From an optimization exercise on the open Yosys and OpenROAD flow, aimed at small area, a short achievable clock period and few clock cycles; shortcuts taken in it are not production practice.
Only simulation tests tie the RTL to the original design; equivalence was not proved.

==> flow/design.v, too long to show whole: its modules and the start of the top module <==
// module fp_round: 17 lines
// module fp_add: 71 lines
// module fp_mul: 54 lines
// module mul24: 682 lines
// module fp_div: 91 lines
// module loop_law: 277 lines
module loop_law (
    input  wire        clk,
    input  wire        rst,
    input  wire        start,
    input  wire  [1:0] mode,
    input  wire        d_on_meas,
    input  wire        d_zero,
    input  wire        sat_ext,
    input  wire        plant_lost,
    input  wire [31:0] sp,
    input  wire [31:0] pv,
    input  wire [31:0] ff,
    input  wire [31:0] man_out,
    input  wire [31:0] kp,
    input  wire [31:0] ki,
    input  wire [31:0] kd,
    input  wire [31:0] tf,
    input  wire [31:0] h,
    input  wire [31:0] out_hi,
    input  wire [31:0] out_lo,
    input  wire [31:0] out_prev,
    input  wire [31:0] i_prev,
    input  wire [31:0] d_prev,
    input  wire [31:0] y_prev,
    output wire        done,
    output wire [31:0] out,
    output wire [31:0] i_out,
    output wire [31:0] d_out,
    output wire [31:0] y_out,
    output wire        numeric,
    output wire        i_inhibit,
    output wire        sat_hi,
    output wire        sat_lo
);
  // ...
==> flow/flow/run.sh <==
#!/bin/bash
# Layout flow: the standard layout (standard.sh) unchanged, except that
# repair_timing aims at a setup slack margin, so it shortens the critical
# paths well below the 50 ns clock instead of stopping once they fit in it.
set -euo pipefail
bash standard.sh SETUP_SLACK_MARGIN=32 finish > standard.log 2>&1
==> flow/standard.sh <==
#!/bin/bash
# synth_recipe.tcl (not shown) runs the flow's synth.tcl, then flattens the netlist and writes it again
# the make line also repeats each setting of config.mk as NAME=value (left out here)
make -C /OpenROAD-flow-scripts/flow DESIGN_CONFIG=/design/flow/config.mk WORK_HOME=/design/flow/orfs CLKGATE_MAP_FILE= SYNTH_SCRIPT=/design/flow/synth_recipe.tcl "${@:-finish}"
==> flow/config.mk <==
export PLATFORM = sky130hd
export DESIGN_NAME = loop_law
export DESIGN_NICKNAME = loop_law
export VERILOG_FILES = /design/flow/design.v
export SDC_FILE = /design/flow/constraint.sdc
export NUM_CORES = 8
export LEC_CHECK = 0
export ABC_AREA = 1
export CAP_MARGIN = 20
export CORE_MARGIN = 2
export CORE_UTILIZATION = 35
export SLEW_MARGIN = 20
==> flow/constraint.sdc <==
create_clock -name core_clock -period 50.0 [get_ports {clk}]
set_input_delay 10.0000 -clock core_clock [delete_from_list [all_inputs] [get_ports {clk}]]
set_output_delay 10.0000 -clock core_clock [all_outputs]
set_load 0.01 [all_outputs]
==> run notes, run 1 <==
Clock latency on the worst-skew pair, taken at its later pin, is 800 ps. Between clock sinks in the finished design, the worst skew comes to 78.94 ps. The number of multi-input combinational cells in the layout came out at just over 10,000. Ranked by instance count, the synthesized netlist is headed by sky130_fd_sc_hd__nand2_1 (3,266), sky130_fd_sc_hd__inv_1 (1,741), sky130_fd_sc_hd__o21ai_0 (1,297), sky130_fd_sc_hd__nor2_1 (937), sky130_fd_sc_hd__nand3_1 (676).

The flip-flop and latch count is 700. In the final design, more cell area goes to multi-input combinational cells than to any other class. The arithmetic-cell share of the synthesized area counting full adders, half adders and majority gates is 0.1403.

The last weighted congestion value of the routability-driven placer is 1.078. The final layout contains routed wiring with a total length of 495,500 µm. In this run the worst path has a maximum fanout of 98.

The number of clock sinks is 700. The worst slack on hold paths came out at 498.8 ps. Leaving out fill and tap cells, the most frequent cell in the layout is sky130_fd_sc_hd__nand2_1. The global-route met1 utilization is 0.4818. Data on the critical path arrives at its endpoint at 7930 ps.

In the layout the commonest cells are sky130_fd_sc_hd__nand2_1 (3,257), sky130_fd_sc_hd__inv_1 (1,731), sky130_fd_sc_hd__o21ai_0 (1,250), sky130_fd_sc_hd__nor2_1 (915), sky130_fd_sc_hd__nand3_1 (674). The warning count from the yosys run came out at 4. For this configuration, the core starts out at a cell density of 0.3518. The peak clock frequency supported by timing came out at about 56 MHz. Of the post-synthesis cell area, the dominant cell type holds 0.2243. The floorplan step set the die width to 509.5 µm. The share of the synthesized area in compound gates (AO/OA/AOI/OAI) is 0.1988. The number of stages on the worst setup path is 20.

The register-to-register setup slack is about 33,000 ps. The post-cts resize count came out at 30. Multi-input logic gates represent a cell area share of 0.5796. After synthesis, the largest family of logic cells by area is simple AND/OR/NAND/NOR gates. The run finished with no timing, DRC or antenna violations. The required time at the worst-slack endpoint came out at around 40,000 ps.

The data-path buffer share of cell area in the final layout is 0.08325. The kind of critical path is register to primary output.

The count of pins over their slew limit was 0. The startpoint identified for the worst register-to-register timing path is c_mb[0]. The number of different library cells in the post-synthesis netlist came out at 86. The total area inside the core boundary comes to roughly 250,000 µm².
Testbench counts, summed over its fixed seeds: cycles 95,595.
==> run 2, diff against run 1 <==
==> flow/run.sh (new file) <==
#!/bin/bash
# synth_recipe.tcl (not shown) runs the flow's synth.tcl, then flattens the netlist and writes it again
# the make line also repeats each setting of config.mk as NAME=value (left out here)
make -C /OpenROAD-flow-scripts/flow DESIGN_CONFIG=/design/flow/config.mk WORK_HOME=/design/flow/orfs CLKGATE_MAP_FILE= SYNTH_SCRIPT=/design/flow/synth_recipe.tcl finish
removed: flow/flow/run.sh
removed: flow/standard.sh
==> run notes, run 2 <==
The capture point of the critical path is u_div.result[0] (was d_out[9]). The cell area after synthesis is 89,420 µm² (unchanged). The number of detailed-routing iterations run before antenna repair is 9 (was 7).

The number of remaining DRC errors came to 0 (unchanged). The setup skew after layout came out at 77.02 ps (was 78.94 ps). The slew at the pin closest to its max-slew limit came out at 1363 ps (was 1382 ps). The leading cell type in the layout, fill and taps excluded is sky130_fd_sc_hd__nand2_1 (unchanged).

The highest-delay cell along the critical path is sky130_fd_sc_hd__buf_4 (was sky130_fd_sc_hd__edfxtp_1). The I/O pin count came to 622 (unchanged). The post-cts resize count was 0 (was 30). Most frequent cells after synthesis: sky130_fd_sc_hd__nand2_1 (3,266), sky130_fd_sc_hd__inv_1 (1,741), sky130_fd_sc_hd__o21ai_0 (1,297), sky130_fd_sc_hd__nor2_1 (937), sky130_fd_sc_hd__nand3_1 (676) (unchanged).

The TritonCTS clock tree is done (unchanged). The level count of the clock H-tree came out at 3 (unchanged). The total routing resource utilization after global routing is 0.3623 (was 0.3675).

The biggest cell delay along the critical path came out at 670 ps (was 760 ps). The fraction of registers with async set/reset was 0 (unchanged). The total number of vias is 99,404 (was 100,088). The library cell appearing most often on the critical path was sky130_fd_sc_hd__nand2_1 (unchanged). The last weighted congestion value of the routability-driven placer came to 1.097 (was 1.078). The routed length per placed instance is 28.73 µm (was 29.03 µm).

The die boundary height is 509.5 µm (unchanged). The worst slack on hold paths came out at 500.8 ps (was 498.8 ps). Result of the run: no timing/DRC/antenna violations (unchanged). The core outline area came out at 254,200 µm² (unchanged). The required time at the worst-slack endpoint is 50,560 ps (was 40,000 ps).

The clock-pin slew on the worst setup and hold paths is 70 ps (about the same). The DRC marker count from the first detailed-route iteration came out at 13,890 (was 14,088). RSZ-0062 raised after global routing: no (was yes). The share of the synthesized area in the top cell type is 0.2243 (unchanged). The cell accounting for the most synthesized area is sky130_fd_sc_hd__edfxtp_1 (unchanged). The clock tree root driver cell is sky130_fd_sc_hd__clkbuf_16 (unchanged). The warning count from the yosys run is 4 (unchanged). The signed area change from the synthesized netlist to the final layout was 14.56% (was 15.63%). The type of origin of the critical path was a register (unchanged). The HPWL after detailed placement came out at 394,800 µm (was 400,500 µm). The launch point of the critical path was r_tf[27] (was t[9]). The vias per cell was 5.844 (was 5.863). The via count of the first global-routing pass came to 92,023 (was 92,681). The post-cts hold buffer count is 0 (unchanged).

The full die area is 259,500 µm² (unchanged). The number of synthesized flops with an enable pin is 668 (unchanged). The startpoint of the most critical register-to-register path is r_tf[27] (was c_mb[0]). The final sum of negative setup slack is 0 ps (unchanged). The initial antenna violation count came out at 28 (was 26).

The clock buffer count from CTS is 87 (was 88). The share of layout cells above drive strength 1 is 0.05298 (was 0.06070). The ratio of final minimum period to clock period is 0.4100 (was 0.3586).

The class of the tightest hold or removal check is register to register (unchanged). The worst reg-to-reg path cell count is 103 (was 70).

The count of final hold-check violations is 0 (unchanged). The x dimension of the die came to 509.5 µm (unchanged). The cell with the most instances after synthesis is sky130_fd_sc_hd__nand2_1 (unchanged). The count of port buffers added during placement is 621 (unchanged). The total length of routed wires is 488,600 µm (was 495,500 µm).

The number of register bits inferred by synthesis came out at 700 (unchanged). Cell types with the largest area share after synthesis: sky130_fd_sc_hd__edfxtp_1 (22%), sky130_fd_sc_hd__nand2_1 (14%), sky130_fd_sc_hd__ha_1 (8.1%) (unchanged). The largest net degree at the start of global routing is 95 (was 122).

The post-CTS setup buffer count came out at 0 (was 3). The count of pins over their slew limit came out at 0 (unchanged). The number of antenna-violating nets in the routed design is 0 (unchanged). The number of buffers on the longest clock path came out at 3 (unchanged).

The count of standard-cell rows came out at 185 (unchanged). The number of clock sinks is 700 (unchanged). The category of the worst setup path capture point was a register (was primary output). The endpoint of the lowest-slack register-to-register path is u_div.result[0] (was t[26]).

The filler cell count is 27,314 (was 27,373). The kind of critical path is register to register (was register to primary output). The time the final worst path needs with I/O delays and setup came out at 20,500 ps (was 17,930 ps). The final-stage net count is 14,890 (was 14,951). The total of endpoints with negative setup slack in the final report came to 0 (unchanged).

The highest fanout seen on the critical path came out at 87 (was 98). The worst endpoint data arrival time came out at 21,060 ps (was 7930 ps). The share of the yosys chip area belonging to registers is 0.2315 (unchanged). The number of max-cap violations came out at 0 (unchanged). Highest-count cells in the layout ignoring fill and taps: sky130_fd_sc_hd__nand2_1 (3,258), sky130_fd_sc_hd__inv_1 (1,737), sky130_fd_sc_hd__o21ai_0 (1,293), sky130_fd_sc_hd__nor2_1 (921), sky130_fd_sc_hd__nand3_1 (674) (was sky130_fd_sc_hd__nand2_1 (3,257), sky130_fd_sc_hd__inv_1 (1,731), sky130_fd_sc_hd__o21ai_0 (1,250), sky130_fd_sc_hd__nor2_1 (915), sky130_fd_sc_hd__nand3_1 (674)). The latest clock arrival within the worst-skew pair came out at 810 ps (was 800 ps).

The post-synth net total is 14,498 (unchanged). The number of different library cells in the post-synthesis netlist came to 86 (unchanged). The relative slew slack came out at 0.09111 (was 0.07850). The prevailing post-synth register cell was sky130_fd_sc_hd__edfxtp_1 (unchanged).

The starting utilization of the core area was 0.3518 (unchanged). The first-pass GRT wire length is 676,400 µm (was 686,800 µm). The cell count after synthesis was 13,164 (unchanged).

The peak clock frequency supported by timing is 48.79 MHz (was 55.77 MHz). The register-to-register setup slack came out at 29,500 ps (was 32,970 ps). The sum of overflow across all layers after global routing is 0 (unchanged). The average size of a mapped cell is 6.793 µm² (unchanged).
[run 2: cell counts after synthesis]
No cell type changed its count.
[run 2: per-stage QoR]
step | area, µm² | util | setup WS (ps) | cells
global placement | 99460 | 0.3913 | 30280 | 16831
detailed placement | 99470 | 0.3914 | 29930 | 16832
global route | 102400 | 0.4029 | 27740 | 16997
CTS | 102400 | 0.4029 | 29900 | 16993
finish | 102400 | 0.4031 | 29500 | 17009
floorplan | 89420 | - | 29860 | 13164
[run 2: cell families after synthesis]
group / synth area share
AO/OA/AOI/OAI: 0.1988
buffers and inverters: 0.1040
adder cells (fa/ha/maj): 0.1403
flip-flops: 0.2315
AND/OR/NAND/NOR: 0.2616
multiplexers: 0.004254
XOR/XNOR: 0.05954
[run 2: per-layer routing]
metal  wire (µm)  part of all wire  global-route usage
met5          87           0.00018                   0
met4       44980             0.092              0.2745
met3       53760              0.11             0.08860
met2      199300              0.41              0.5258
met1      190500              0.39              0.4626
[run 2: cell type report]
| cell class | instances | area, µm² | share of cell area |
|---|---|---|---|
| antenna | 15 | 37.54 | 0.0003664 |
| inverter | 1810 | 6810 | 0.06648 |
| tap | 3366 | 4212 | 0.04111 |
| clock buffer | 99 | 2283 | 0.02229 |
| clock inverter | 62 | 640.6 | 0.006254 |
| timing repair buffer | 872 | 8120 | 0.07927 |
| sequential | 700 | 20710 | 0.2022 |
| multi-input combinational | 10085 | 59620 | 0.5820 |
[run 2: worst max-delay path: cells and delay by family, from the launching register on]
kind | cells | cell delay [ps]
XOR/XNOR | 1 | 170
AND/OR/NAND/NOR | 48 | 6400
adder cells (fa/ha/maj) | 8 | 2930
flip-flops | 1 | 380
AO/OA/AOI/OAI | 25 | 5810
buffers and inverters | 21 | 4370
[run 2: worst min path at each step]
stage	from	endpoint	slack, ps	depth (start not counted)
finish	u_div.busy	u_div.busy	500	2
global route	u_div.busy	u_div.busy	570	2
CTS	u_div.busy	u_div.busy	500	2
detailed placement	u_div.busy	u_div.busy	490	2
global placement	u_div.busy	u_div.busy	480	2
floorplan	u_div.busy	u_div.busy	440	2
==> module fp_add, before the edit <==
module fp_add (
    input  wire [31:0] a,
    input  wire [31:0] b,
    output wire [31:0] r
);
    wire a_nan = (&a[30:23]) & (|a[22:0]);
    wire b_nan = (&b[30:23]) & (|b[22:0]);
    wire a_inf = (&a[30:23]) & ~(|a[22:0]);
    wire b_inf = (&b[30:23]) & ~(|b[22:0]);
    wire an = |a[30:23], bn = |b[30:23];
    wire [7:0] ea = {a[30:24], a[23] | ~an};
    wire [7:0] eb = {b[30:24], b[23] | ~bn};
    wire [23:0] ma = {an, a[22:0]};
    wire [23:0] mb = {b[30:23] != 0, b[22:0]};
    wire sub = a[31] ^ b[31];
    wire [8:0] dab = {1'b0, ea} - {1'b0, eb};
    wire [8:0] dba = {1'b0, eb} - {1'b0, ea};
    wire bgt = dab[8];                       
    wire [7:0] d = bgt ? dba[7:0] : dab[7:0];
    wire [7:0]  ex  = bgt ? eb : ea;
    wire [23:0] mx  = bgt ? mb : ma;
    wire [23:0] my  = bgt ? ma : mb;
    wire        sx  = bgt ? b[31] : a[31];
    wire        big = |d[7:5];
    wire [49:0] yw  = {my, 26'd0} >> d[4:0];
    wire [25:0] ya  = big ? 26'd0 : yw[49:24];
    wire        yst = big ? |my : |yw[23:0];
    wire [27:0] ay  = {1'b0, ya, yst};
    wire [27:0] ax  = {1'b0, mx, 3'b000};
    wire [27:0] s   = sub ? ax - ay : ax + ay;
    wire        co  = s[27];
    wire        l1  = ~s[27] & ~s[26] & sub;    
    wire [22:0] fm  = co ? s[26:4] : l1 ? s[24:2] : s[25:3];
    wire        fg  = co ? s[3]    : l1 ? s[1]    : s[2];
    wire        fs  = co ? |s[2:0] : l1 ? s[0]    : |s[1:0];
    wire [7:0]  fe  = co ? ex + 8'd1 : l1 ? ex - 8'd1 : (s[26] ? ex : 8'd0);
    wire        finc = fg & (fs | fm[0]);
    wire [30:0] fr  = {fe, fm} + {30'd0, finc};
    wire        fovf = co & (ex == 8'd254);
    wire        d1  = dab[0];               
    wire [24:0] na  = {ma, 1'b0};
    wire [24:0] nb  = {mb, 1'b0};
    wire [24:0] nx  = (d1 & bgt) ? nb : na;
    wire [24:0] ny  = d1 ? ((bgt) ? {1'b0, ma} : {1'b0, mb}) : nb;
    wire [25:0] n1  = {1'b0, nx} - {1'b0, ny};
    wire [25:0] n2  = {1'b0, ny} - {1'b0, nx};
    wire        neg = n1[25];                
    wire [24:0] nd  = neg ? n2[24:0] : n1[24:0];
    wire        ns  = d1 ? (bgt ? b[31] : a[31]) : (neg ? b[31] : a[31]);
    wire [7:0]  nex = d1 ? ex : ea;
    reg  [4:0]  lz;
    integer k;
    always @* begin
        lz = 5'd25;
        for (k = 0; k < 25; k = k + 1)
            if (nd[k]) lz = 5'd24 - k[4:0];
    end
    wire [7:0]  nem = nex - 8'd1;
    wire        lim = {3'd0, lz} > nem;
    wire [4:0]  sh  = lim ? nem[4:0] : lz;
    wire [24:0] nn  = nd << sh;
    wire        ninc = (sh == 5'd0) & nn[0] & nn[1];
    wire [7:0]  ne  = nn[24] ? nex - {3'd0, sh} : 8'd0;
    wire [30:0] nr  = {ne, nn[23:1]} + {30'd0, ninc};
    wire        nz  = ~|nd;
    wire        near = sub & ~|d[7:1];
    assign r = (a_nan | b_nan | (a_inf & b_inf & sub)) ? 32'h7FC00000 :
               a_inf ? a : b_inf ? b :
               near ? (nz ? {a[31] & b[31], 31'd0} : {ns, nr}) :
               fovf ? {sx, 8'hFF, 23'd0} : {sx, fr};
endmodule
==> module fp_div, before the edit <==
module fp_div #(parameter B = 7, NC = 4) (
    input  wire        clk,
    input  wire        start,
    input  wire [31:0] a,
    input  wire [31:0] b,
    output reg         rdy,
    output reg  [31:0] result
);
    localparam K = B * NC;                  
    wire a_nan  = (&a[30:23]) & (|a[22:0]);
    wire b_nan  = (&b[30:23]) & (|b[22:0]);
    wire a_inf  = (&a[30:23]) & ~(|a[22:0]);
    wire b_inf  = (&b[30:23]) & ~(|b[22:0]);
    wire a_zero = ~|a[30:0];
    wire b_zero = ~|b[30:0];
    wire an = |a[30:23], bn = |b[30:23];
    wire spec   = a_nan | b_nan | a_inf | b_inf | a_zero | b_zero;
    wire [31:0] spec_v = (a_nan | b_nan | (a_inf & b_inf) | (a_zero & b_zero)) ? 32'h7FC00000 :
                         (a_inf | b_zero) ? {a[31] ^ b[31], 8'hFF, 23'd0} : {a[31] ^ b[31], 31'd0};
    wire signed [9:0] e_q0 = $signed({2'd0, a[30:24], a[23] | ~an})
                           - $signed({2'd0, b[30:24], b[23] | ~bn}) + 10'sd127;
    wire [23:0] ma = {an, a[22:0]};
    wire [23:0] mb = {bn, b[22:0]};
    reg  [4:0] lza, lzb;
    integer k;
    always @* begin
        lza = 5'd0; lzb = 5'd0;
        for (k = 0; k < 24; k = k + 1) begin
            if (ma[k]) lza = 5'd23 - k[4:0];
            if (mb[k]) lzb = 5'd23 - k[4:0];
        end
    end
    reg         busy, norm;
    reg  [2:0]  cnt;
    reg  [24:0] rem;       
    reg  [23:0] dv;
    reg  [K-1:0] quot;
    reg  signed [9:0] ex;
    reg         sg;
    wire        first = start & an & bn;
    wire [24:0] r_in  = first ? {1'b0, 1'b1, a[22:0]} : rem;
    wire [23:0] d_in  = first ? {1'b1, b[22:0]} : dv;
    reg  [24:0] r;
    reg  [25:0] t;
    reg  [K-1:0] q;
    integer i;
    always @* begin
        r = r_in;
        q = first ? {K{1'b0}} : quot;
        for (i = 0; i < B; i = i + 1) begin
            t = {1'b0, r} - {2'b00, d_in};
            q = {q[K-2:0], ~t[25]};
            r = t[25] ? {r[23:0], 1'b0} : {t[23:0], 1'b0};
        end
    end
    wire        hi1  = q[K-1];
    wire [24:0] qs   = hi1 ? q[K-1:K-25] : q[K-2:K-26];
    wire        stk  = (hi1 ? |q[K-26:0] : ((K > 26) ? |q[K-27:0] : 1'b0)) | (|r);
    wire [31:0] rounded;
    fp_round u_round (.sign(sg), .exp(hi1 ? ex : ex - 10'sd1), .sig({qs, stk}), .result(rounded));
    always @(posedge clk) begin
        if (start) begin
            sg   <= a[31] ^ b[31];
            rdy  <= spec;
            busy <= ~spec;
            norm <= ~spec & ~(an & bn);
            result <= spec_v;
            ex   <= e_q0;
            cnt  <= 3'd1;
            rem  <= r;
            quot <= q;
            dv   <= {1'b1, b[22:0]};
            if (~an | ~bn) begin
                rem  <= {1'b0, ma << lza};
                dv   <= mb << lzb;
                quot <= {K{1'b0}};
                cnt  <= 3'd0;
                ex   <= e_q0 - $signed({5'd0, lza}) + $signed({5'd0, lzb});
            end
        end else if (busy) begin
            rem  <= r;
            quot <= q;
            cnt  <= cnt + 3'd1;
            if (cnt == NC - 1) begin
                busy   <= 1'b0;
                rdy    <= 1'b1;
                result <= rounded;
            end
        end
    end
endmodule
==> module loop_law, before the edit <==
module loop_law (
    input  wire        clk,
    input  wire        rst,
    input  wire        start,
    input  wire  [1:0] mode,
    input  wire        d_on_meas,
    input  wire        d_zero,
    input  wire        sat_ext,
    input  wire        plant_lost,
    input  wire [31:0] sp,
    input  wire [31:0] pv,
    input  wire [31:0] ff,
    input  wire [31:0] man_out,
    input  wire [31:0] kp,
    input  wire [31:0] ki,
    input  wire [31:0] kd,
    input  wire [31:0] tf,
    input  wire [31:0] h,
    input  wire [31:0] out_hi,
    input  wire [31:0] out_lo,
    input  wire [31:0] out_prev,
    input  wire [31:0] i_prev,
    input  wire [31:0] d_prev,
    input  wire [31:0] y_prev,
    output wire        done,
    output wire [31:0] out,
    output wire [31:0] i_out,
    output wire [31:0] d_out,
    output wire [31:0] y_out,
    output wire        numeric,
    output wire        i_inhibit,
    output wire        sat_hi,
    output wire        sat_lo
);
    localparam M_AUTO = 2'd0, M_MANUAL = 2'd1, M_FIRST = 2'd2, M_TRANSFER = 2'd3;
    localparam [4:0]
        S_IDLE = 5'd0,
        S_A0 = 5'd1, S_A1 = 5'd2, S_A2 = 5'd3, S_A3 = 5'd4, S_A4 = 5'd5,
        S_A5 = 5'd6, S_A6 = 5'd7,
        S_Q0 = 5'd8, S_Q1 = 5'd9, S_Q2 = 5'd10, S_Q3 = 5'd11, S_Q4 = 5'd12,
        S_Q5 = 5'd13, S_Q6 = 5'd14, S_Q7 = 5'd15,
        S_V2 = 5'd17, S_V3 = 5'd18, S_FIN = 5'd19,
        S_R1 = 5'd20, S_R2 = 5'd21, S_R3 = 5'd22,
        S_B0 = 5'd23, S_B1 = 5'd24, S_B2 = 5'd25, S_B3 = 5'd26, S_B4 = 5'd27;
    function is_nan(input [31:0] x);
        is_nan = (&x[30:23]) & (|x[22:0]);
    endfunction
    function is_fin(input [31:0] x);
        is_fin = ~&x[30:23];
    endfunction
    function f_lt(input [31:0] x, input [31:0] y);
        begin
            if (is_nan(x) || is_nan(y))
                f_lt = 1'b0;
            else if (x[30:0] == 0 && y[30:0] == 0)
                f_lt = 1'b0;
            else if (x[31] != y[31])
                f_lt = x[31];
            else if (!x[31])
                f_lt = x[30:0] < y[30:0];
            else
                f_lt = x[30:0] > y[30:0];
        end
    endfunction
    function f_eq(input [31:0] x, input [31:0] y);
        f_eq = !is_nan(x) && !is_nan(y) &&
               ((x == y) || (x[30:0] == 0 && y[30:0] == 0));
    endfunction
    reg  [1:0] r_mode;
    reg        r_dom, r_dz, r_sat, r_plant;
    reg [31:0] r_sp, r_pv, r_ff, r_man, r_kp, r_ki, r_kd, r_tf, r_h;
    reg [31:0] r_hi, r_lo, r_outp, r_ip, r_dp, r_yp;
    reg [31:0] t, u;
    reg  [4:0] state;
    reg        rec, v_fin;
    localparam NA = 6, NB = 9;
    reg [NA-1:0] c_a;   reg c_an;
    reg [NB-1:0] c_b;   reg c_bn;
    reg [3:0]    c_ma, c_mb;
    reg c_wsp, c_wtf, c_wki, c_wkd, c_wkp, c_wu, c_wt_add, c_wt_mul, c_fixz, c_go;
    localparam A_SP = 0, A_PV = 1, A_TF = 2, A_T = 3, A_KP = 4, A_KI = 5;
    localparam B_PV = 0, B_YP = 1, B_H = 2, B_KD = 3, B_OUTP = 4, B_U = 5, B_D = 6, B_FF = 7, B_IP = 8;
    localparam MA_TF = 0, MA_KI = 1, MA_KD = 2, MA_KP = 3;
    localparam MB_DP = 0, MB_H = 1, MB_U = 2, MB_SP = 3;
    wire [31:0] d;
    reg  [31:0] add_a, add_b, mul_a, mul_b;
    wire [31:0] add_r, mul_r, div_r;
    wire        div_rdy;
    integer j;
    always @* begin
        add_a = 32'd0;
        add_b = 32'd0;
        for (j = 0; j < 32; j = j + 1) begin
            add_a[j] = (c_a[A_SP] & r_sp[j]) | (c_a[A_PV] & r_pv[j]) | (c_a[A_TF] & r_tf[j]) |
                       (c_a[A_T]  & t[j])    | (c_a[A_KP] & r_kp[j]) | (c_a[A_KI] & r_ki[j]);
            add_b[j] = (c_b[B_PV] & r_pv[j]) | (c_b[B_YP] & r_yp[j]) | (c_b[B_H]  & r_h[j]) |
                       (c_b[B_KD] & r_kd[j]) | (c_b[B_OUTP] & r_outp[j]) | (c_b[B_U] & u[j]) |
                       (c_b[B_D]  & d[j])    | (c_b[B_FF] & r_ff[j]) | (c_b[B_IP] & r_ip[j]);
            mul_a[j] = (c_ma[MA_TF] & r_tf[j]) | (c_ma[MA_KI] & r_ki[j]) |
                       (c_ma[MA_KD] & r_kd[j]) | (c_ma[MA_KP] & r_kp[j]);
            mul_b[j] = (c_mb[MB_DP] & r_dp[j]) | (c_mb[MB_H] & r_h[j]) |
                       (c_mb[MB_U]  & u[j])    | (c_mb[MB_SP] & r_sp[j]);
        end
    end
    fp_add u_add (.a({add_a[31] ^ c_an, add_a[30:0]}), .b({add_b[31] ^ c_bn, add_b[30:0]}),
                  .r(add_r));
    fp_mul u_mul (.a(mul_a), .b(mul_b), .r(mul_r));
    fp_div u_div (.clk(clk), .start(c_go), .a(t), .b(r_tf), .rdy(div_rdy), .result(div_r));
    assign d = r_dz ? 32'd0 : div_r;
    wire [31:0] npv   = {~r_pv[31], r_pv[30:0]};
    wire        trn   = (r_mode == M_TRANSFER);
    wire        dwait = !r_dz && !div_rdy;      
    wire        stall = dwait && (state == S_V2 || state == S_FIN);
    wire [31:0] add_z = {add_r[31] & (|add_r[30:0]), add_r[30:0]};
    wire        ext_hi = r_sat && f_lt(32'd0, r_outp);
    wire        ext_lo = r_sat && f_lt(r_outp, 32'd0);
    wire        hiS = f_lt(r_hi, t) || ext_hi;
    wire        loS = f_lt(t, r_lo) || ext_lo;
    wire        inh_a = r_plant || (hiS && f_lt(32'd0, r_ki)) || (loS && f_lt(r_ki, 32'd0));
    wire        inh = (r_mode == M_AUTO) && (rec || inh_a);
    wire [31:0] y   = r_dom ? npv : r_sp;
    wire [31:0] i_f = (r_mode == M_AUTO) ? (inh ? r_ip : u) : trn ? t : r_ip;
    wire [31:0] x   = trn ? r_outp : (r_mode == M_MANUAL) ? r_man : t;
    wire        c1  = f_lt(r_lo, x);
    wire        c2  = f_lt(x, r_hi);
    wire        c3  = f_lt(r_lo, r_hi);
    wire        exh = f_eq(x, r_hi), exl = f_eq(x, r_lo), ehl = f_eq(r_hi, r_lo);
    wire [31:0] uo  = (trn || (c1 && c2)) ? x : (!c1 && c3) ? r_lo : r_hi;
    wire        eqh = (trn || (c1 && c2)) ? exh : (!c1 && c3) ? ehl : 1'b1;
    wire        eql = (trn || (c1 && c2)) ? exl : (!c1 && c3) ? 1'b1 : ehl;
    reg bad;
    always @* begin
        case (r_mode)
            M_AUTO:   bad = !(is_fin(r_sp) && is_fin(r_kp) && is_fin(y) && is_fin(d) &&
                              is_fin(r_ki) && (rec ? v_fin : is_fin(t)) && is_fin(i_f) &&
                              is_fin(t));
            M_MANUAL: bad = !(is_fin(r_sp) && is_fin(y) && is_fin(d) && is_fin(r_man));
            M_FIRST:  bad = !(is_fin(r_sp) && is_fin(r_kp) && is_fin(y) && is_fin(t));
            default:  bad = !(is_fin(r_sp) && is_fin(r_kp) && is_fin(y) && is_fin(d) &&
                              is_fin(t));
        endcase
    end
    wire go_rec = (r_mode == M_AUTO) && inh_a && !rec;
    wire fin    = (state == S_FIN) && !dwait && !go_rec;
    assign done      = fin;
    assign out       = bad ? r_outp : uo;
    assign i_out     = bad ? r_ip : i_f;
    assign d_out     = bad ? r_dp : d;
    assign y_out     = bad ? r_yp : y;
    assign numeric   = bad;
    assign i_inhibit = !bad && inh;
    assign sat_hi    = !bad && (eqh || ext_hi);
    assign sat_lo    = !bad && (eql || ext_lo);
    wire [4:0] first_st = (d_zero || mode == M_FIRST) ? S_B0 : d_on_meas ? S_Q0 : S_A0;
    reg [4:0] nst;
    always @* begin
        nst = state;
        case (state)
            S_IDLE: if (start) nst = first_st;
            S_A0: nst = S_A1;
            S_A1: nst = S_A2;
            S_A2: nst = S_A3;
            S_A3: nst = S_A4;
            S_A4: nst = S_A5;
            S_A5: nst = S_A6;
            S_A6: nst = (r_mode == M_MANUAL) ? S_FIN : S_V2;
            S_Q0: nst = S_Q1;
            S_Q1: nst = S_Q2;
            S_Q2: nst = S_Q3;
            S_Q3: nst = S_Q4;
            S_Q4: nst = S_Q5;
            S_Q5: nst = S_Q6;
            S_Q6: nst = S_Q7;
            S_Q7: nst = (r_mode == M_MANUAL) ? S_FIN : S_V2;
            S_V2: if (!dwait) nst = S_V3;
            S_V3: nst = S_FIN;
            S_R1: nst = S_R2;
            S_R2: nst = S_R3;
            S_R3: nst = S_FIN;
            S_B0: nst = (r_mode == M_MANUAL) ? S_FIN : (r_mode == M_AUTO) ? S_B1 : S_B2;
            S_B1: nst = S_B2;
            S_B2: nst = S_B3;
            S_B3: nst = S_B4;
            S_B4: nst = S_FIN;
            S_FIN: if (!dwait) nst = go_rec ? S_R1 : start ? first_st : S_IDLE;
            default: nst = S_IDLE;
        endcase
        if (rst) nst = S_IDLE;
    end
    wire [1:0] n_mode = (state == S_IDLE || state == S_FIN) ? mode : r_mode;
    wire       n_trn  = (n_mode == M_TRANSFER);
    wire       n_auto = (n_mode == M_AUTO);
    always @(posedge clk) begin
        c_a <= 0; c_an <= 1'b0; c_b <= 0; c_bn <= 1'b0; c_ma <= 0; c_mb <= 0;
        c_wsp <= 1'b0; c_wtf <= 1'b0; c_wki <= 1'b0; c_wkd <= 1'b0; c_wkp <= 1'b0;
        c_wu <= 1'b0; c_wt_add <= 1'b0; c_wt_mul <= 1'b0; c_fixz <= 1'b0; c_go <= 1'b0;
        case (nst)
            S_A0: begin c_a[A_SP] <= 1'b1; c_b[B_PV] <= 1'b1; c_bn <= 1'b1; c_wsp <= 1'b1;
                        c_ma[MA_TF] <= 1'b1; c_mb[MB_DP] <= 1'b1; c_wt_mul <= 1'b1; end
            S_A1: begin c_a[A_SP] <= 1'b1; c_b[B_YP] <= 1'b1; c_bn <= 1'b1; c_wu <= 1'b1;
                        c_ma[MA_KI] <= 1'b1; c_mb[MB_H] <= 1'b1; c_wki <= 1'b1; end
            S_A2, S_Q1:
                  begin c_a[A_TF] <= 1'b1; c_b[B_H] <= 1'b1; c_wtf <= 1'b1;
                        c_ma[MA_KD] <= 1'b1; c_mb[MB_U] <= 1'b1; c_wkd <= 1'b1; end
            S_A3: begin c_a[A_T] <= 1'b1; c_b[B_KD] <= 1'b1; c_wt_add <= 1'b1;
                        c_ma[MA_KP] <= 1'b1; c_mb[MB_SP] <= 1'b1; c_wkp <= 1'b1; end
            S_A4: begin c_go <= 1'b1;
                        c_ma[MA_KI] <= 1'b1; c_mb[MB_SP] <= 1'b1; c_wki <= 1'b1; end
            S_A5, S_Q6:
                  if (n_trn) begin c_a[A_KP] <= 1'b1; c_an <= 1'b1; c_b[B_OUTP] <= 1'b1; c_wt_add <= 1'b1; end
                  else       begin c_a[A_KI] <= 1'b1; c_b[B_IP] <= 1'b1; c_wu <= 1'b1; end
            S_A6, S_Q7:
                  if (!n_trn) begin c_a[A_KP] <= 1'b1; c_b[B_U] <= 1'b1; c_wt_add <= 1'b1; end
            S_Q0: begin c_a[A_PV] <= 1'b1; c_an <= 1'b1; c_b[B_YP] <= 1'b1; c_bn <= 1'b1; c_wu <= 1'b1;
                        c_ma[MA_TF] <= 1'b1; c_mb[MB_DP] <= 1'b1; c_wt_mul <= 1'b1; end
            S_Q2: begin c_a[A_T] <= 1'b1; c_b[B_KD] <= 1'b1; c_wt_add <= 1'b1;
                        c_ma[MA_KI] <= 1'b1; c_mb[MB_H] <= 1'b1; c_wki <= 1'b1; end
            S_Q3: begin c_go <= 1'b1;
                        c_a[A_SP] <= 1'b1; c_b[B_PV] <= 1'b1; c_bn <= 1'b1; c_wsp <= 1'b1; end
            S_Q4: begin c_ma[MA_KP] <= 1'b1; c_mb[MB_SP] <= 1'b1; c_wkp <= 1'b1; end
            S_Q5: begin c_ma[MA_KI] <= 1'b1; c_mb[MB_SP] <= 1'b1; c_wki <= 1'b1; end
            S_V2: begin c_a[A_T] <= 1'b1; c_b[B_D] <= 1'b1; c_bn <= n_trn; c_wt_add <= 1'b1; end
            S_V3, S_R3, S_B4:
                  begin c_a[A_T] <= 1'b1; c_b[B_FF] <= 1'b1; c_bn <= n_trn; c_wt_add <= 1'b1; end
            S_R1: begin c_a[A_KP] <= 1'b1; c_b[B_IP] <= 1'b1; c_wt_add <= 1'b1; end
            S_R2: begin c_a[A_T] <= 1'b1; c_b[B_D] <= 1'b1; c_wt_add <= 1'b1; end
            S_B0: begin c_a[A_SP] <= 1'b1; c_b[B_PV] <= 1'b1; c_bn <= 1'b1; c_wsp <= 1'b1;
                        c_ma[MA_KI] <= 1'b1; c_mb[MB_H] <= 1'b1; c_wki <= 1'b1; end
            S_B1: begin c_ma[MA_KI] <= 1'b1; c_mb[MB_SP] <= 1'b1; c_wki <= 1'b1; end
            S_B2: begin c_a[A_KI] <= 1'b1; c_b[B_IP] <= 1'b1; c_wu <= 1'b1;
                        c_ma[MA_KP] <= 1'b1; c_mb[MB_SP] <= 1'b1; c_wkp <= 1'b1; end
            S_B3: begin
                c_a[A_KP] <= 1'b1; c_wt_add <= 1'b1;
                if (n_trn)       begin c_an <= 1'b1; c_b[B_OUTP] <= 1'b1; end
                else if (n_auto) begin c_b[B_U] <= 1'b1; c_fixz <= 1'b1; end
                else             begin c_b[B_IP] <= 1'b1; c_fixz <= 1'b1; end
            end
            default: ;
        endcase
    end
    wire take = (state == S_IDLE || fin) && start && !rst;
    always @(posedge clk) begin
        state <= nst;
        if (take) begin
            r_mode  <= mode;
            r_dom   <= d_on_meas;
            r_dz    <= d_zero || (mode == M_FIRST);
            r_sat   <= sat_ext;
            r_plant <= plant_lost;
            r_pv    <= pv;
            r_ff    <= ff;
            r_man   <= man_out;
            r_h     <= h;
            r_hi    <= out_hi;
            r_lo    <= out_lo;
            rec     <= 1'b0;
        end
        if (take)       r_sp <= sp;       else if (c_wsp) r_sp <= add_r;
        if (take)       r_tf <= tf;       else if (c_wtf) r_tf <= add_r;
        if (take)       r_ki <= ki;       else if (c_wki) r_ki <= mul_r;
        if (take)       r_kd <= kd;       else if (c_wkd) r_kd <= mul_r;
        if (take)       r_kp <= kp;       else if (c_wkp) r_kp <= mul_r;
        if (c_wu)       u <= add_r;
        if (c_wt_mul)   t <= mul_r;
        else if (c_wt_add && !stall) t <= c_fixz ? add_z : add_r;
        if (state == S_FIN && !dwait && go_rec) begin
            rec   <= 1'b1;
            v_fin <= is_fin(t);
        end
        if (take) begin
            r_outp <= out_prev;
            r_ip   <= i_prev;
            r_dp   <= d_prev;
            r_yp   <= y_prev;
        end
    end
endmodule
==> run 3, diff against run 2 <==
--- a/flow/design.v
+++ b/flow/design.v
@@ -24,67 +24,51 @@
     wire b_nan = (&b[30:23]) & (|b[22:0]);
     wire a_inf = (&a[30:23]) & ~(|a[22:0]);
     wire b_inf = (&b[30:23]) & ~(|b[22:0]);
-    wire an = |a[30:23], bn = |b[30:23];
-    wire [7:0] ea = {a[30:24], a[23] | ~an};
-    wire [7:0] eb = {b[30:24], b[23] | ~bn};
-    wire [23:0] ma = {an, a[22:0]};
-    wire [23:0] mb = {b[30:23] != 0, b[22:0]};
-    wire sub = a[31] ^ b[31];
-    wire [8:0] dab = {1'b0, ea} - {1'b0, eb};
-    wire [8:0] dba = {1'b0, eb} - {1'b0, ea};
-    wire bgt = dab[8];                       
-    wire [7:0] d = bgt ? dba[7:0] : dab[7:0];
-    wire [7:0]  ex  = bgt ? eb : ea;
-    wire [23:0] mx  = bgt ? mb : ma;
-    wire [23:0] my  = bgt ? ma : mb;
-    wire        sx  = bgt ? b[31] : a[31];
-    wire        big = |d[7:5];
-    wire [49:0] yw  = {my, 26'd0} >> d[4:0];
-    wire [25:0] ya  = big ? 26'd0 : yw[49:24];
-    wire        yst = big ? |my : |yw[23:0];
-    wire [27:0] ay  = {1'b0, ya, yst};
-    wire [27:0] ax  = {1'b0, mx, 3'b000};
-    wire [27:0] s   = sub ? ax - ay : ax + ay;
-    wire        co  = s[27];
-    wire        l1  = ~s[27] & ~s[26] & sub;    
-    wire [22:0] fm  = co ? s[26:4] : l1 ? s[24:2] : s[25:3];
-    wire        fg  = co ? s[3]    : l1 ? s[1]    : s[2];
-    wire        fs  = co ? |s[2:0] : l1 ? s[0]    : |s[1:0];
-    wire [7:0]  fe  = co ? ex + 8'd1 : l1 ? ex - 8'd1 : (s[26] ? ex : 8'd0);
-    wire        finc = fg & (fs | fm[0]);
-    wire [30:0] fr  = {fe, fm} + {30'd0, finc};
-    wire        fovf = co & (ex == 8'd254);
-    wire        d1  = dab[0];               
-    wire [24:0] na  = {ma, 1'b0};
-    wire [24:0] nb  = {mb, 1'b0};
-    wire [24:0] nx  = (d1 & bgt) ? nb : na;
-    wire [24:0] ny  = d1 ? ((bgt) ? {1'b0, ma} : {1'b0, mb}) : nb;
-    wire [25:0] n1  = {1'b0, nx} - {1'b0, ny};
-    wire [25:0] n2  = {1'b0, ny} - {1'b0, nx};
-    wire        neg = n1[25];                
-    wire [24:0] nd  = neg ? n2[24:0] : n1[24:0];
-    wire        ns  = d1 ? (bgt ? b[31] : a[31]) : (neg ? b[31] : a[31]);
-    wire [7:0]  nex = d1 ? ex : ea;
-    reg  [4:0]  lz;
+    wire swap = b[30:0] > a[30:0];
+    wire [31:0] x = swap ? b : a;
+    wire [31:0] y = swap ? a : b;
+    wire xn = |x[30:23];
+    wire yn = |y[30:23];
+    wire [7:0] ex = {x[30:24], x[23] | ~xn};
+    wire [7:0] ey = {y[30:24], y[23] | ~yn};
+    wire [7:0] d = ex - ey;
+    wire sub = x[31] ^ y[31];
+    wire [23:0] mx = {xn, x[22:0]};
+    wire [23:0] my = {yn, y[22:0]};
+    wire big = |d[7:5];
+    wire [4:0] ds = d[4:0];
+    wire [49:0] yw = {my, 26'd0} >> ds;
+    wire [25:0] ya = big ? 26'd0 : yw[49:24];
+    wire st = big ? |my : |yw[23:0];
+    wire [27:0] ay = {1'b0, ya, st};
+    wire [27:0] ax = {1'b0, mx, 3'b000};
+    wire [27:0] s = sub ? ax - ay : ax + ay;
+    reg [4:0] lz;
     integer k;
     always @* begin
-        lz = 5'd25;
-        for (k = 0; k < 25; k = k + 1)
-            if (nd[k]) lz = 5'd24 - k[4:0];
+        lz = 5'd27;
+        for (k = 0; k < 27; k = k + 1)
+            if (s[k]) lz = 5'd26 - k[4:0];
     end
-    wire [7:0]  nem = nex - 8'd1;
-    wire        lim = {3'd0, lz} > nem;
-    wire [4:0]  sh  = lim ? nem[4:0] : lz;
-    wire [24:0] nn  = nd << sh;
-    wire        ninc = (sh == 5'd0) & nn[0] & nn[1];
-    wire [7:0]  ne  = nn[24] ? nex - {3'd0, sh} : 8'd0;
-    wire [30:0] nr  = {ne, nn[23:1]} + {30'd0, ninc};
-    wire        nz  = ~|nd;
-    wire        near = sub & ~|d[7:1];
-    assign r = (a_nan | b_nan | (a_inf & b_inf & sub)) ? 32'h7FC00000 :
+    wire [7:0] exm1 = ex - 8'd1;
+    wire lim = {3'b0, lz} > exm1;
+    wire [4:0] sh = lim ? exm1[4:0] : lz;    
+    wire [26:0] sn = s[26:0] << sh;
+    wire [7:0] en = sn[26] ? ex - {3'b0, sh} : 8'd0;
+    wire co = s[27];
+    wire [22:0] mant = co ? s[26:4] : sn[25:3];
+    wire g  = co ? s[3] : sn[2];
+    wire stk = co ? |s[2:0] : |sn[1:0];
+    wire [7:0] ef = co ? ex + 8'd1 : en;
+    wire inc = g & (stk | mant[0]);
+    wire [30:0] rr = {ef, mant} + {30'd0, inc};
+    wire ovf = co & (&ex[7:1]) & ~ex[0] ;  
+    wire zero = ~|s;
+    assign r = (a_nan | b_nan | (a_inf & b_inf & (a[31] ^ b[31]))) ? 32'h7FC00000 :
                a_inf ? a : b_inf ? b :
-               near ? (nz ? {a[31] & b[31], 31'd0} : {ns, nr}) :
-               fovf ? {sx, 8'hFF, 23'd0} : {sx, fr};
+               zero ? {x[31] & y[31], 31'd0} :
+               ovf ? {x[31], 8'hFF, 23'd0} :
+               {x[31], rr};
 endmodule
 module fp_mul (
     input  wire [31:0] a,
@@ -828,7 +812,9 @@
     input  wire [31:0] a,
     input  wire [31:0] b,
     output reg         rdy,
-    output reg  [31:0] result
+    output reg  [31:0] result,
+    output wire        q_neg,       
+    output wire        q_small      
 );
     localparam K = B * NC;                  
     wire a_nan  = (&a[30:23]) & (|a[22:0]);
@@ -861,6 +847,8 @@
     reg  [K-1:0] quot;
     reg  signed [9:0] ex;
     reg         sg;
+    assign q_neg   = sg;
+    assign q_small = ex < 10'sd252;
     wire        first = start & an & bn;
     wire [24:0] r_in  = first ? {1'b0, 1'b1, a[22:0]} : rem;
     wire [23:0] d_in  = first ? {1'b1, b[22:0]} : dv;
@@ -952,10 +940,8 @@
         S_IDLE = 5'd0,
         S_A0 = 5'd1, S_A1 = 5'd2, S_A2 = 5'd3, S_A3 = 5'd4, S_A4 = 5'd5,
         S_A5 = 5'd6, S_A6 = 5'd7,
-        S_Q0 = 5'd8, S_Q1 = 5'd9, S_Q2 = 5'd10, S_Q3 = 5'd11, S_Q4 = 5'd12,
-        S_Q5 = 5'd13, S_Q6 = 5'd14, S_Q7 = 5'd15,
         S_V2 = 5'd17, S_V3 = 5'd18, S_FIN = 5'd19,
-        S_R1 = 5'd20, S_R2 = 5'd21, S_R3 = 5'd22,
+        S_R1 = 5'd20, S_R2 = 5'd21, S_R3 = 5'd22, S_R4 = 5'd16,
         S_B0 = 5'd23, S_B1 = 5'd24, S_B2 = 5'd25, S_B3 = 5'd26, S_B4 = 5'd27;
     function is_nan(input [31:0] x);
         is_nan = (&x[30:23]) & (|x[22:0]);
@@ -1020,12 +1006,14 @@
     fp_add u_add (.a({add_a[31] ^ c_an, add_a[30:0]}), .b({add_b[31] ^ c_bn, add_b[30:0]}),
                   .r(add_r));
     fp_mul u_mul (.a(mul_a), .b(mul_b), .r(mul_r));
-    fp_div u_div (.clk(clk), .start(c_go), .a(t), .b(r_tf), .rdy(div_rdy), .result(div_r));
+    wire        q_neg, q_small;
+    fp_div u_div (.clk(clk), .start(c_go), .a(t), .b(r_tf), .rdy(div_rdy), .result(div_r),
+                  .q_neg(q_neg), .q_small(q_small));
     assign d = r_dz ? 32'd0 : div_r;
     wire [31:0] npv   = {~r_pv[31], r_pv[30:0]};
     wire        trn   = (r_mode == M_TRANSFER);
     wire        dwait = !r_dz && !div_rdy;      
-    wire        stall = dwait && (state == S_V2 || state == S_FIN);
+    wire        stall = dwait && (state == S_V2 || state == S_R2 || state == S_FIN);
     wire [31:0] add_z = {add_r[31] & (|add_r[30:0]), add_r[30:0]};
     wire        ext_hi = r_sat && f_lt(32'd0, r_outp);
     wire        ext_lo = r_sat && f_lt(r_outp, 32'd0);
@@ -1056,6 +1044,12 @@
         endcase
     end
     wire go_rec = (r_mode == M_AUTO) && inh_a && !rec;
+    wire di_pos  = f_lt(32'd0, r_ki), di_neg = f_lt(r_ki, 32'd0);
+    wire ff_z    = ~|r_ff[30:0];
+    wire v_small = (t[30:23] < 8'd252) && q_small && (r_ff[30:23] < 8'd252);
+    wire sure_hi = (ext_hi || (f_lt(r_hi, t) && !q_neg && (!r_ff[31] || ff_z))) && di_pos;
+    wire sure_lo = (ext_lo || (f_lt(t, r_lo) && q_neg && (r_ff[31] || ff_z))) && di_neg;
+    wire skip_v  = (r_mode == M_AUTO) && v_small && (r_plant || sure_hi || sure_lo);
     wire fin    = (state == S_FIN) && !dwait && !go_rec;
     assign done      = fin;
     assign out       = bad ? r_outp : uo;
@@ -1066,7 +1060,7 @@
     assign i_inhibit = !bad && inh;
     assign sat_hi    = !bad && (eqh || ext_hi);
     assign sat_lo    = !bad && (eql || ext_lo);
-    wire [4:0] first_st = (d_zero || mode == M_FIRST) ? S_B0 : d_on_meas ? S_Q0 : S_A0;
+    wire [4:0] first_st = (d_zero || mode == M_FIRST) ? S_B0 : S_A0;
     reg [4:0] nst;
     always @* begin
         nst = state;
@@ -1079,25 +1073,18 @@
             S_A4: nst = S_A5;
             S_A5: nst = S_A6;
             S_A6: nst = (r_mode == M_MANUAL) ? S_FIN : S_V2;
-            S_Q0: nst = S_Q1;
-            S_Q1: nst = S_Q2;
-            S_Q2: nst = S_Q3;
-            S_Q3: nst = S_Q4;
-            S_Q4: nst = S_Q5;
-            S_Q5: nst = S_Q6;
-            S_Q6: nst = S_Q7;
-            S_Q7: nst = (r_mode == M_MANUAL) ? S_FIN : S_V2;
-            S_V2: if (!dwait) nst = S_V3;
+            S_V2: if (!dwait) nst = S_V3; else if (skip_v) nst = S_R2;
             S_V3: nst = S_FIN;
             S_R1: nst = S_R2;
-            S_R2: nst = S_R3;
+            S_R2: if (!dwait) nst = S_R3;
             S_R3: nst = S_FIN;
+            S_R4: nst = S_FIN;
             S_B0: nst = (r_mode == M_MANUAL) ? S_FIN : (r_mode == M_AUTO) ? S_B1 : S_B2;
             S_B1: nst = S_B2;
             S_B2: nst = S_B3;
             S_B3: nst = S_B4;
             S_B4: nst = S_FIN;
-            S_FIN: if (!dwait) nst = go_rec ? S_R1 : start ? first_st : S_IDLE;
+            S_FIN: if (!dwait) nst = go_rec ? (r_dz ? S_R1 : S_R4) : start ? first_st : S_IDLE;
             default: nst = S_IDLE;
         endcase
         if (rst) nst = S_IDLE;
@@ -1105,6 +1092,7 @@
     wire [1:0] n_mode = (state == S_IDLE || state == S_FIN) ? mode : r_mode;
     wire       n_trn  = (n_mode == M_TRANSFER);
     wire       n_auto = (n_mode == M_AUTO);
+    wire       n_dom  = r_dom;
     always @(posedge clk) begin
         c_a <= 0; c_an <= 1'b0; c_b <= 0; c_bn <= 1'b0; c_ma <= 0; c_mb <= 0;
         c_wsp <= 1'b0; c_wtf <= 1'b0; c_wki <= 1'b0; c_wkd <= 1'b0; c_wkp <= 1'b0;
@@ -1112,33 +1100,30 @@
         case (nst)
             S_A0: begin c_a[A_SP] <= 1'b1; c_b[B_PV] <= 1'b1; c_bn <= 1'b1; c_wsp <= 1'b1;
                         c_ma[MA_TF] <= 1'b1; c_mb[MB_DP] <= 1'b1; c_wt_mul <= 1'b1; end
-            S_A1: begin c_a[A_SP] <= 1'b1; c_b[B_YP] <= 1'b1; c_bn <= 1'b1; c_wu <= 1'b1;
+            S_A1: begin c_b[B_YP] <= 1'b1; c_bn <= 1'b1; c_wu <= 1'b1;
+                        if (n_dom) begin c_a[A_PV] <= 1'b1; c_an <= 1'b1; end
+                        else       c_a[A_SP] <= 1'b1;
                         c_ma[MA_KI] <= 1'b1; c_mb[MB_H] <= 1'b1; c_wki <= 1'b1; end
-            S_A2, S_Q1:
+            S_A2:
                   begin c_a[A_TF] <= 1'b1; c_b[B_H] <= 1'b1; c_wtf <= 1'b1;
                         c_ma[MA_KD] <= 1'b1; c_mb[MB_U] <= 1'b1; c_wkd <= 1'b1; end
             S_A3: begin c_a[A_T] <= 1'b1; c_b[B_KD] <= 1'b1; c_wt_add <= 1'b1;
                         c_ma[MA_KP] <= 1'b1; c_mb[MB_SP] <= 1'b1; c_wkp <= 1'b1; end
             S_A4: begin c_go <= 1'b1;
+                        c_a[A_KP] <= 1'b1; c_b[B_IP] <= 1'b1; c_wtf <= 1'b1;    
                         c_ma[MA_KI] <= 1'b1; c_mb[MB_SP] <= 1'b1; c_wki <= 1'b1; end
-            S_A5, S_Q6:
+            S_A5:
                   if (n_trn) begin c_a[A_KP] <= 1'b1; c_an <= 1'b1; c_b[B_OUTP] <= 1'b1; c_wt_add <= 1'b1; end
                   else       begin c_a[A_KI] <= 1'b1; c_b[B_IP] <= 1'b1; c_wu <= 1'b1; end
-            S_A6, S_Q7:
+            S_A6:
                   if (!n_trn) begin c_a[A_KP] <= 1'b1; c_b[B_U] <= 1'b1; c_wt_add <= 1'b1; end
-            S_Q0: begin c_a[A_PV] <= 1'b1; c_an <= 1'b1; c_b[B_YP] <= 1'b1; c_bn <= 1'b1; c_wu <= 1'b1;
-                        c_ma[MA_TF] <= 1'b1; c_mb[MB_DP] <= 1'b1; c_wt_mul <= 1'b1; end
-            S_Q2: begin c_a[A_T] <= 1'b1; c_b[B_KD] <= 1'b1; c_wt_add <= 1'b1;
-                        c_ma[MA_KI] <= 1'b1; c_mb[MB_H] <= 1'b1; c_wki <= 1'b1; end
-            S_Q3: begin c_go <= 1'b1;
-                        c_a[A_SP] <= 1'b1; c_b[B_PV] <= 1'b1; c_bn <= 1'b1; c_wsp <= 1'b1; end
-            S_Q4: begin c_ma[MA_KP] <= 1'b1; c_mb[MB_SP] <= 1'b1; c_wkp <= 1'b1; end
-            S_Q5: begin c_ma[MA_KI] <= 1'b1; c_mb[MB_SP] <= 1'b1; c_wki <= 1'b1; end
             S_V2: begin c_a[A_T] <= 1'b1; c_b[B_D] <= 1'b1; c_bn <= n_trn; c_wt_add <= 1'b1; end
+            S_FIN: begin c_a[A_TF] <= 1'b1; c_b[B_D] <= 1'b1; c_wtf <= 1'b1; end
+            S_R4: begin c_a[A_TF] <= 1'b1; c_b[B_FF] <= 1'b1; c_wt_add <= 1'b1; end
             S_V3, S_R3, S_B4:
                   begin c_a[A_T] <= 1'b1; c_b[B_FF] <= 1'b1; c_bn <= n_trn; c_wt_add <= 1'b1; end
-            S_R1: begin c_a[A_KP] <= 1'b1; c_b[B_IP] <= 1'b1; c_wt_add <= 1'b1; end
-            S_R2: begin c_a[A_T] <= 1'b1; c_b[B_D] <= 1'b1; c_wt_add <= 1'b1; end
+            S_R1: begin c_a[A_KP] <= 1'b1; c_b[B_IP] <= 1'b1; c_wtf <= 1'b1; end
+            S_R2: begin c_a[A_TF] <= 1'b1; c_b[B_D] <= 1'b1; c_wt_add <= 1'b1; end
             S_B0: begin c_a[A_SP] <= 1'b1; c_b[B_PV] <= 1'b1; c_bn <= 1'b1; c_wsp <= 1'b1;
                         c_ma[MA_KI] <= 1'b1; c_mb[MB_H] <= 1'b1; c_wki <= 1'b1; end
             S_B1: begin c_ma[MA_KI] <= 1'b1; c_mb[MB_SP] <= 1'b1; c_wki <= 1'b1; end
@@ -1153,7 +1138,7 @@
             default: ;
         endcase
     end
-    wire take = (state == S_IDLE || fin) && start && !rst;
+    wire take = (state == S_IDLE) || fin;
     always @(posedge clk) begin
         state <= nst;
         if (take) begin
@@ -1182,6 +1167,10 @@
             rec   <= 1'b1;
             v_fin <= is_fin(t);
         end
+        if (state == S_V2 && dwait && skip_v) begin
+            rec   <= 1'b1;
+            v_fin <= 1'b1;
+        end
         if (take) begin
             r_outp <= out_prev;
             r_ip   <= i_prev;
==> flow/flow/run.sh (new file) <==
#!/bin/bash
# Layout flow: the standard layout (standard.sh) unchanged, except that
# repair_timing aims at a setup slack margin, so it shortens the critical
# paths well below the 50 ns clock instead of stopping once they fit in it.
set -euo pipefail
bash standard.sh SETUP_SLACK_MARGIN=35 finish > standard.log 2>&1
==> flow/standard.sh (new file) <==
#!/bin/bash
# synth_recipe.tcl (not shown) runs the flow's synth.tcl, then flattens the netlist and writes it again
# the make line also repeats each setting of config.mk as NAME=value (left out here)
make -C /OpenROAD-flow-scripts/flow DESIGN_CONFIG=/design/flow/config.mk WORK_HOME=/design/flow/orfs CLKGATE_MAP_FILE= SYNTH_SCRIPT=/design/flow/synth_recipe.tcl "${@:-finish}"
removed: flow/run.sh
==> run notes, run 3 <==
Result of the run: no timing/DRC/antenna violations (unchanged). The worst endpoint data arrival time came out at 6190 ps (was 21,060 ps). The simple-gate area share of the yosys netlist came to 0.2784 (was 0.2616).

The arithmetic-cell share of the synthesized area counting full adders, half adders and majority gates came out at 0.1408 (was 0.1403). The required time at the worst-slack endpoint is 40,000 ps (was 50,560 ps). The routed length per placed instance was 30.76 µm (was 28.73 µm). The register-to-register setup slack came out at 34,430 ps (was 29,500 ps).

The launch point of the critical path is r_hi[15] (was r_tf[27]). The average size of a mapped cell is 6.799 µm² (was 6.793 µm²). The DRC marker count from the first detailed-route iteration is 14,587 (was 13,890).

The count of pins over their slew limit came out at 0 (unchanged). The final sum of negative setup slack came out at 0 ps (unchanged). The signed area change from the synthesized netlist to the final layout came to 30.21% (was 14.56%).

The first-pass GRT wire length is 700,800 µm (was 676,400 µm).

The number of buffer and inverter stages on the critical path came to 8 (was 21). The die boundary height was 499.8 µm (was 509.5 µm). The mux cell area share after synthesis is 0.003257 (was 0.004254).

Highest-count cells in the layout ignoring fill and taps: sky130_fd_sc_hd__nand2_1 (3,248), sky130_fd_sc_hd__inv_1 (1,484), sky130_fd_sc_hd__o21ai_0 (800), sky130_fd_sc_hd__nor2_1 (757), sky130_fd_sc_hd__edfxtp_1 (667) (was sky130_fd_sc_hd__nand2_1 (3,258), sky130_fd_sc_hd__inv_1 (1,737), sky130_fd_sc_hd__o21ai_0 (1,293), sky130_fd_sc_hd__nor2_1 (921), sky130_fd_sc_hd__nand3_1 (674)). The number of max-cap violations is 0 (unchanged). The cell family with the largest share of critical-path delay was simple AND/OR/NAND/NOR gates (unchanged).

The post-synthesis share of cell area spent on xor and xnor gates is 0.05627 (was 0.05954). The biggest cell delay along the critical path came to 550 ps (was 670 ps). The largest family of logic cells by synthesized area was simple AND/OR/NAND/NOR gates (unchanged). The count of final hold-check violations is 0 (unchanged). The leading cell type in the layout, fill and taps excluded is sky130_fd_sc_hd__nand2_1 (unchanged). The number of detailed-routing iterations run before antenna repair is 7 (was 9).

The setup skew after layout was 88.93 ps (was 77.02 ps). The latest clock arrival within the worst-skew pair was 810 ps (about the same). The number of remaining DRC errors is 0 (unchanged).

The prevailing post-synth register cell was sky130_fd_sc_hd__edfxtp_1 (unchanged). The highest-delay cell along the critical path was sky130_fd_sc_hd__nor4_4 (was sky130_fd_sc_hd__buf_4). The number of antenna-violating nets in the routed design is 0 (unchanged). The number of clock sinks is 702 (was 700). The category of the worst setup path capture point is a primary output (was register). The total routing resource utilization after global routing came to 0.3914 (was 0.3623).

The sum of overflow across all layers after global routing came to 0 (unchanged). The number of stages on the worst setup path is 25 (was 103). The worst slack on hold paths is 509.2 ps (was 500.8 ps). The capture point of the critical path is y_out[20] (was u_div.result[0]). RSZ-0062 raised after global routing: yes (was no). The peak clock frequency supported by timing is 61.79 MHz (was 48.79 MHz). The class of the tightest hold or removal check is register to register (unchanged). The warning count from the yosys run came to 4 (unchanged). The total length of routed wires is 520,300 µm (was 488,600 µm).

The starting utilization of the core area came to 0.3508 (was 0.3518). The initial antenna violation count is 25 (was 28). The highest fanout seen on the critical path is 6 (was 87). The time the final worst path needs with I/O delays and setup came out at 16,190 ps (was 20,500 ps). The number of different library cells in the post-synthesis netlist is 88 (was 86).

The kind of critical path is register to primary output (was register to register). The count of port buffers added during placement came out at 621 (unchanged). The last weighted congestion value of the routability-driven placer is 1.127 (was 1.097). The cell with the most instances after synthesis was sky130_fd_sc_hd__nand2_1 (unchanged). The I/O pin count is 622 (unchanged). The core outline area came out at 245,300 µm² (was 254,200 µm²). The number of synthesized flops with an enable pin came out at 667 (was 668). The count of standard-cell rows is 182 (was 185). The level count of the clock H-tree is 3 (unchanged). The full die area came out at 249,800 µm² (was 259,500 µm²).

The cell accounting for the most synthesized area is sky130_fd_sc_hd__edfxtp_1 (unchanged). The relative slew slack came out at 0.1396 (was 0.09111). The ratio of final minimum period to clock period came out at 0.3237 (was 0.4100). The cell count after synthesis came out at 12,656 (was 13,164).

The TritonCTS clock tree is done (unchanged). The share of the synthesized area in compound gates (AO/OA/AOI/OAI) came out at 0.1828 (was 0.1988). The share of layout cells above drive strength 1 came to 0.1656 (was 0.05298).

The clock tree root driver cell is sky130_fd_sc_hd__clkbuf_16 (unchanged). The share of the yosys chip area belonging to registers came out at 0.2409 (was 0.2315). The x dimension of the die came to 499.8 µm (was 509.5 µm). The clock-pin slew on the worst setup and hold paths came out at 70 ps (about the same). The clock buffer count from CTS came out at 89 (was 87). The HPWL after detailed placement is 392,000 µm (was 394,800 µm).

The endpoint of the lowest-slack register-to-register path is u_div.result[0] (unchanged). The final-stage net count is 14,918 (was 14,890). The library cell appearing most often on the critical path is sky130_fd_sc_hd__buf_12 (was sky130_fd_sc_hd__nand2_1). The hold path startpoint is u_div.busy (unchanged).

The filler cell count was 25,048 (was 27,314). The cell area after synthesis came out at 86,050 µm² (was 89,420 µm²).

The final core utilization was 0.4568 (was 0.4031). The number of buffers on the longest clock path came out at 3 (unchanged).

The largest net degree at the start of global routing was 156 (was 95). The fraction of registers with async set/reset came out at 0 (unchanged). The post-synth net total was 13,958 (was 14,498).

The post-cts hold buffer count came out at 0 (unchanged). The share of the synthesized area in the top cell type is 0.2328 (was 0.2243). The total number of vias came to 101,668 (was 99,404). The number of register bits inferred by synthesis came to 702 (was 700). The worst reg-to-reg path cell count is 107 (was 103). The vias per cell is 6.010 (was 5.844). The type of origin of the critical path is a register (unchanged). The slew at the pin closest to its max-slew limit is 1291 ps (was 1363 ps). The total of endpoints with negative setup slack in the final report is 0 (unchanged). The startpoint of the most critical register-to-register path is t[25] (was r_tf[27]). Cell types with the largest area share after synthesis: sky130_fd_sc_hd__edfxtp_1 (23%), sky130_fd_sc_hd__nand2_1 (15%), sky130_fd_sc_hd__ha_1 (8.1%) (was sky130_fd_sc_hd__edfxtp_1 (22%), sky130_fd_sc_hd__nand2_1 (14%), sky130_fd_sc_hd__ha_1 (8.1%)). The via count of the first global-routing pass came out at 92,287 (was 92,023). Most frequent cells after synthesis: sky130_fd_sc_hd__nand2_1 (3,421), sky130_fd_sc_hd__inv_1 (1,544), sky130_fd_sc_hd__o21ai_0 (1,104), sky130_fd_sc_hd__nor2_1 (898), sky130_fd_sc_hd__nand3_1 (706) (was sky130_fd_sc_hd__nand2_1 (3,266), sky130_fd_sc_hd__inv_1 (1,741), sky130_fd_sc_hd__o21ai_0 (1,297), sky130_fd_sc_hd__nor2_1 (937), sky130_fd_sc_hd__nand3_1 (676)).
-- run 3: cell count changes after synthesis, sizes merged, moves of 29 or more --
| cell | change |
|---|---|
| inv | -194 |
| o21ai | -212 |
| nand2 | +158 |
| nor2 | -53 |
| o211ai | -70 |
| buf | -29 |
| xor2 | -47 |
-- run 3: tightest hold or removal path, stage by stage (launching register included) --
cell and delay (ps):
sky130_fd_sc_hd__dfxtp_1 300, sky130_fd_sc_hd__inv_1 80, sky130_fd_sc_hd__o31ai_1 80
-- run 3: worst min path at each step --
stage	endpoint	depth (start not counted)	slack [ps]
floorplan	u_div.busy	2	440
global placement	v_fin	2	490
detailed placement	u_div.busy	2	490
CTS	u_div.busy	2	500
global route	u_div.busy	2	530
finish	u_div.busy	2	510
-- run 3: area by class of cell --
type | instances | area [µm²] | area share
well taps | 3220 | 4029 | 0.03596
inverters | 1611 | 6350 | 0.05667
multi-input cells | 9810 | 63050 | 0.5627
clock buffers | 101 | 2292 | 0.02046
clock inverters | 62 | 828.3 | 0.007393
repair inverters | 28 | 514.2 | 0.004590
repair buffers | 1374 | 14210 | 0.1268
diodes | 8 | 20.02 | 0.0001787
flip-flops and latches | 702 | 20760 | 0.1853
-- run 3: layer usage --
| metal | wire [µm] | part of all wire | vias to the layer above | track usage |
|---|---|---|---|---|
| li1 | - | - | 44700 | - |
| met1 | 195500 | 0.38 | 48077 | 0.4983 |
| met2 | 210800 | 0.41 | 7114 | 0.5690 |
| met3 | 62300 | 0.12 | 1765 | 0.09628 |
| met4 | 51680 | 0.099 | 12 | 0.2978 |
| met5 | 75 | 0.00014 | - | 0 |
-- run 3: cell families after synthesis --
kind of cell / count (synthesis)
simple gates: 5681
fa+ha+maj: 813
compound gates: 2714
flops: 702
xor+xnor: 552
mux: 28
buf+inv: 2166
-- run 3: repair_timing --
action / CTS / global route
pin swaps: 83 / 243
setup buffers: 221 / 273
gates cloned: 55 / 40
endpoints found under the setup margin: 411 / 395
resized for setup: 1370 / 1142
-- run 3: through the flow --
step / setup slack (ps) / cell area (µm²) / cells
2_1_floorplan: 35010 / 86340 / 12656
3_3_place_gp: 29930 / 95950 / 16151
3_5_place_dp: 29980 / 95970 / 16153
4_1_cts: 33920 / 104600 / 16592
5_1_grt: 33560 / 112000 / 16910
6_report: 33810 / 112000 / 16916
Testbench counts of run 3, summed over its fixed seeds: cycles 88,179.

what the ideal ports hide:
The flow's constraints put no driver on any port. The routed layouts listed below were extracted and timed again, unchanged, in two steps. Step 1: set_driving_cell puts a clkbuf_16 on clk and a buf_2 on each other input, an assumption about the parent block. Step 2, shift: input delay + t, output delay - t, t = (earliest + latest rising clock arrival at the registers) / 2. This alone moves slack from input paths to output paths. Slacks: ideal ports / drivers / drivers and shift; pairs: ideal ports / drivers.
run	t (ns)	slack for setup (ns)	worst setup path after step 2	clock arrival spread, ns
run 1	0.855	32.070 / 31.978 / 32.832	register to output	0.079 / 0.079
run 2	0.861	29.502 / 29.502 / 29.502	register to register	0.077 / 0.077
run 3	0.859	33.815 / 33.718 / 34.425	register to register	0.092 / 0.092
After both steps setup and hold are still met in every run listed.
